From an optimization exercise on the open Yosys and OpenROAD flow, aimed at small area and a short achievable clock period; shortcuts taken in it are not production practice.
Function was checked by simulation only, so behaviour that the tests miss may differ from the original.
Power figures rest on the tool's default switching activity, not on a simulated workload.

==> flow/design.v, too long to show whole: its modules and the start of the top module <==
// module engine_alu: 3116 lines
module engine_alu (
    input  wire        clk,
    input  wire        rst,        
    input  wire        a_we,       
    input  wire [63:0] a_wdata,
    input  wire        trig,       
    input  wire [4:0]  op,         
    input  wire [63:0] b,          
    output wire [63:0] res         
);
  // ...
==> flow/flow/run.sh <==
#!/bin/bash
# The standard layout, with timing repair aimed below the clock period: the
# same constraints, but repair_timing keeps working until the setup slack is
# at least SETUP_SLACK_MARGIN.
set -o pipefail
export SETUP_SLACK_MARGIN=6.5
cp config.mk config.mk.orig
bash standard.sh > standard_flow.log 2>&1
==> flow/standard.sh <==
#!/bin/bash
# synth_recipe.tcl (not shown) runs the flow's synth.tcl, then flattens the netlist and writes it again
# the make line also repeats each setting of config.mk as NAME=value (left out here)
make -C /OpenROAD-flow-scripts/flow DESIGN_CONFIG=/design/flow/config.mk WORK_HOME=/design/flow/orfs CLKGATE_MAP_FILE= SYNTH_SCRIPT=/design/flow/synth_recipe.tcl "${@:-finish}"
==> flow/config.mk <==
export PLATFORM = sky130hd
export DESIGN_NAME = engine_alu
export DESIGN_NICKNAME = engine_alu
export VERILOG_FILES = /design/flow/design.v
export SDC_FILE = /design/flow/constraint.sdc
export NUM_CORES = 4
export LEC_CHECK = 0
export ABC_AREA = 1
export CAP_MARGIN = 20
export CORE_MARGIN = 2
export CORE_UTILIZATION = 40
export SLEW_MARGIN = 20
==> flow/constraint.sdc <==
create_clock -name core_clock -period 14.0 [get_ports {clk}]
set_input_delay 2.8000 -clock core_clock [delete_from_list [all_inputs] [get_ports {clk}]]
set_output_delay 2.8000 -clock core_clock [all_outputs]
set_load 0.01 [all_outputs]
==> flow_summary_export.csv, run 1 <==
group,metric,value,unit
hold_path,hold_class,"reg2reg",
sta,holdWs,0.476,ns
clock_tree,cts_hold_buf,0,
critical_path,critPathRequiredTime,14.58,ns
synth,synth-xor-area-share,14.3,%
route,viasPerCell,6.92,
finish,areaGrowthSynthToFinish,13.5,%
sta,period_minus_slack,7.67,ns
synth,synth_compound_area_share,16.0,%
power_and_ir_drop,p_clk_share,11.0,%
critical_path,setup.worst_path.class,"in2reg",
hold_path,hold_path_end,"a_q[34]$_DFF_P_",
finish,final_cells,11000,
global_routing,grt_max_degree,70,
floorplan,die_h,411,um
placement,placed_cell_area,70300,um^2
critical_path,timing.rr.start,"a_zero$_SDFFE_PP1P_",
placement,dpl_worst_slack,4.65,ns
route,first_iter_violations,13800,
outcome,status,"complete, no violations",
clock_tree,insertion_delay,0.73,ns
synth,yosysTopAreaCellShare,27.2,%
finish,layout_commonest_cell,"nand2_1",
sta,setup_violations,0,
synth,synth.most_common_cell,"nand2_1",
power_and_ir_drop,pg_comb,10.1,mW
critical_path,crit_start,"b[32]",
power_and_ir_drop,powerClk,1.38,mW
==> inputs of run 2 (changes only) <==
--- a/flow/flow/run.sh
+++ b/flow/flow/run.sh
@@ -5,4 +5,3 @@
 set -o pipefail
-export SETUP_SLACK_MARGIN=6.5
-cp config.mk config.mk.orig
+export SETUP_SLACK_MARGIN=7.5
 bash standard.sh > standard_flow.log 2>&1
--- a/flow/config.mk
+++ b/flow/config.mk
@@ -9,4 +9,7 @@
 export CAP_MARGIN = 20
+export CELL_PAD_IN_SITES_DETAIL_PLACEMENT = 1
+export CELL_PAD_IN_SITES_GLOBAL_PLACEMENT = 2
 export CORE_MARGIN = 2
 export CORE_UTILIZATION = 40
+export PLACE_DENSITY = 0.5
 export SLEW_MARGIN = 20
==> run 2 against run 1 <==
- synthesized area is the same
- synthesized cell count stayed put
- the flow now stops in 5_1_grt
==> flow_summary_export.csv, run 2 <==
group,metric,value,unit
synth,netlist_instances,8877,
synth,synth-seq-area-share,9.75,%
floorplan,die_h,411,um
synth,yosysWarnings,1,
clock_tree,root_buffer,"clkbuf_16",
clock_tree,cts_max_path_buffers,3,
clock_tree,h-tree-depth,2,
synth,synth_edf_count,0,
synth,ys_seq_elements,323,
synth,yosys.area.top_type,"fa_1",
floorplan,io-pin-count,201,
synth,yosys-top-cells-area,"fa_1 (27%), xor2_1 (14%), o22ai_1 (9.9%)",
clock_tree,numCtsBuffers,49,
synth,synth_top_family_by_area,"adder cells",
placement,io_buffers,200,
synth,synth_adder_area_share,31.8,%
outcome,status,"stopped before the end",
synth,synth.most_common_cell,"nand2_1",
outcome,error_line,"[ERROR GRT-0232] Routing congestion too high. Check the congestion heatmap in the GUI.",
global_routing,grt_max_degree,64,
floorplan,rows,149,
synth,synth_area_per_cell,7.47,um^2
floorplan,start_util,40.2,%
synth,yosysTopAreaCellShare,27.2,%
synth,ys.flop_type,"dfxtp_1",
floorplan,die_w,411,um
outcome,stop_stage,"5_1_grt",
synth,yosys.area_share.simple,18.5,%
synth,netlist_area,66300,um^2
synth,synth_async_sr_flop_share,0,%
clock_tree,cts.sinks,323,
synth,synth-xor-area-share,14.3,%
placement,gp_congestion,1.06,
placement,place_hpwl,338000,um
synth,synth_nets,10200,
synth,synth_compound_area_share,16.0,%
synth,synthMuxAreaShare,0,%
synth,ys_types,55,
synth,synth_common_cells,"nand2_1 (1,633), o22ai_1 (1,049), xor2_1 (1,033)",
run 2: cell counts after synthesis:
No cell type changed its count.
run 2: how the worst max path moves through the flow:
stage	start	endpoint	slack [ns]	cells after the start
3_3_place_gp	a_we	r3[60]$_DFF_P_	4.75	20
4_1_cts	r1[46]$_DFF_P_	res[63]	6.97	18
2_1_floorplan	a_we	r3[58]$_DFF_P_	7.18	16
3_5_place_dp	a_we	r3[62]$_DFF_P_	4.71	20
run 2: repair_timing:
item | CTS
setup buffers | 565
gates cloned | 122
endpoints found under the setup margin | 284
gates resized for setup | 2489
pin swaps | 571
hold buffers | 0
run 2: kinds of logic after synthesis:
logic type	after synthesis
DFF	323
adders and majority gates	1146
buffers and inverters	1652
xor gates and xnor gates	1080
and+or+nand+nor	2951
AOI/OAI and AO/OA	1725
run 2: metrics by stage:
step | hold WS, ns | std cells | setup WS (ns) | power [mW] | cell area (um^2)
2_1_floorplan | 0.433 | 8877 | 7.18 | 7.08 | 67800
3_3_place_gp | 0.448 | 10800 | 4.75 | 11.3 | 71200
3_5_place_dp | 0.462 | 10800 | 4.71 | 11.5 | 71200
4_1_cts | 0.494 | 11600 | 6.97 | 14.4 | 90100
run 2: power by group through the flow:
stage                     logic (mW)  clock network [mW]  registers [mW]
after CTS                       12.0                1.37            1.02
after floorplan                 6.06                   0            1.02
after detailed placement        10.5                   0            1.04
after global placement          10.3                   0            1.04

## separate check: timing with driven ports
Ports are ideal in the flow. The routed layout listed here was re-timed in OpenROAD.
Step 1 sets driving cells, clkbuf_16 on the clock port and buf_2 on the other inputs (assumed; they add their load-dependent delay and slew).
Step 2, shift: input delay + t, output delay - t, t = (earliest + latest rising clock arrival at the registers) / 2. This alone moves slack from input paths to output paths.
Slacks: ideal ports / drivers / drivers and shift; pairs: ideal ports / drivers.
run: run 1
shift t [ns]: 0.794
slack for setup (ns): 6.327 / 6.378 / 5.603
hold slack, ns: 0.476 / 0.476 / 0.476
slew at the worst register clock pin (ns): 0.08 / 0.08
worst data-port slew with drivers (ns): 0.12
After both steps setup and hold are still met in run 1. For run 1, drivers alone change the setup slack by +0.051 ns; drivers and shift together by -0.724 ns.
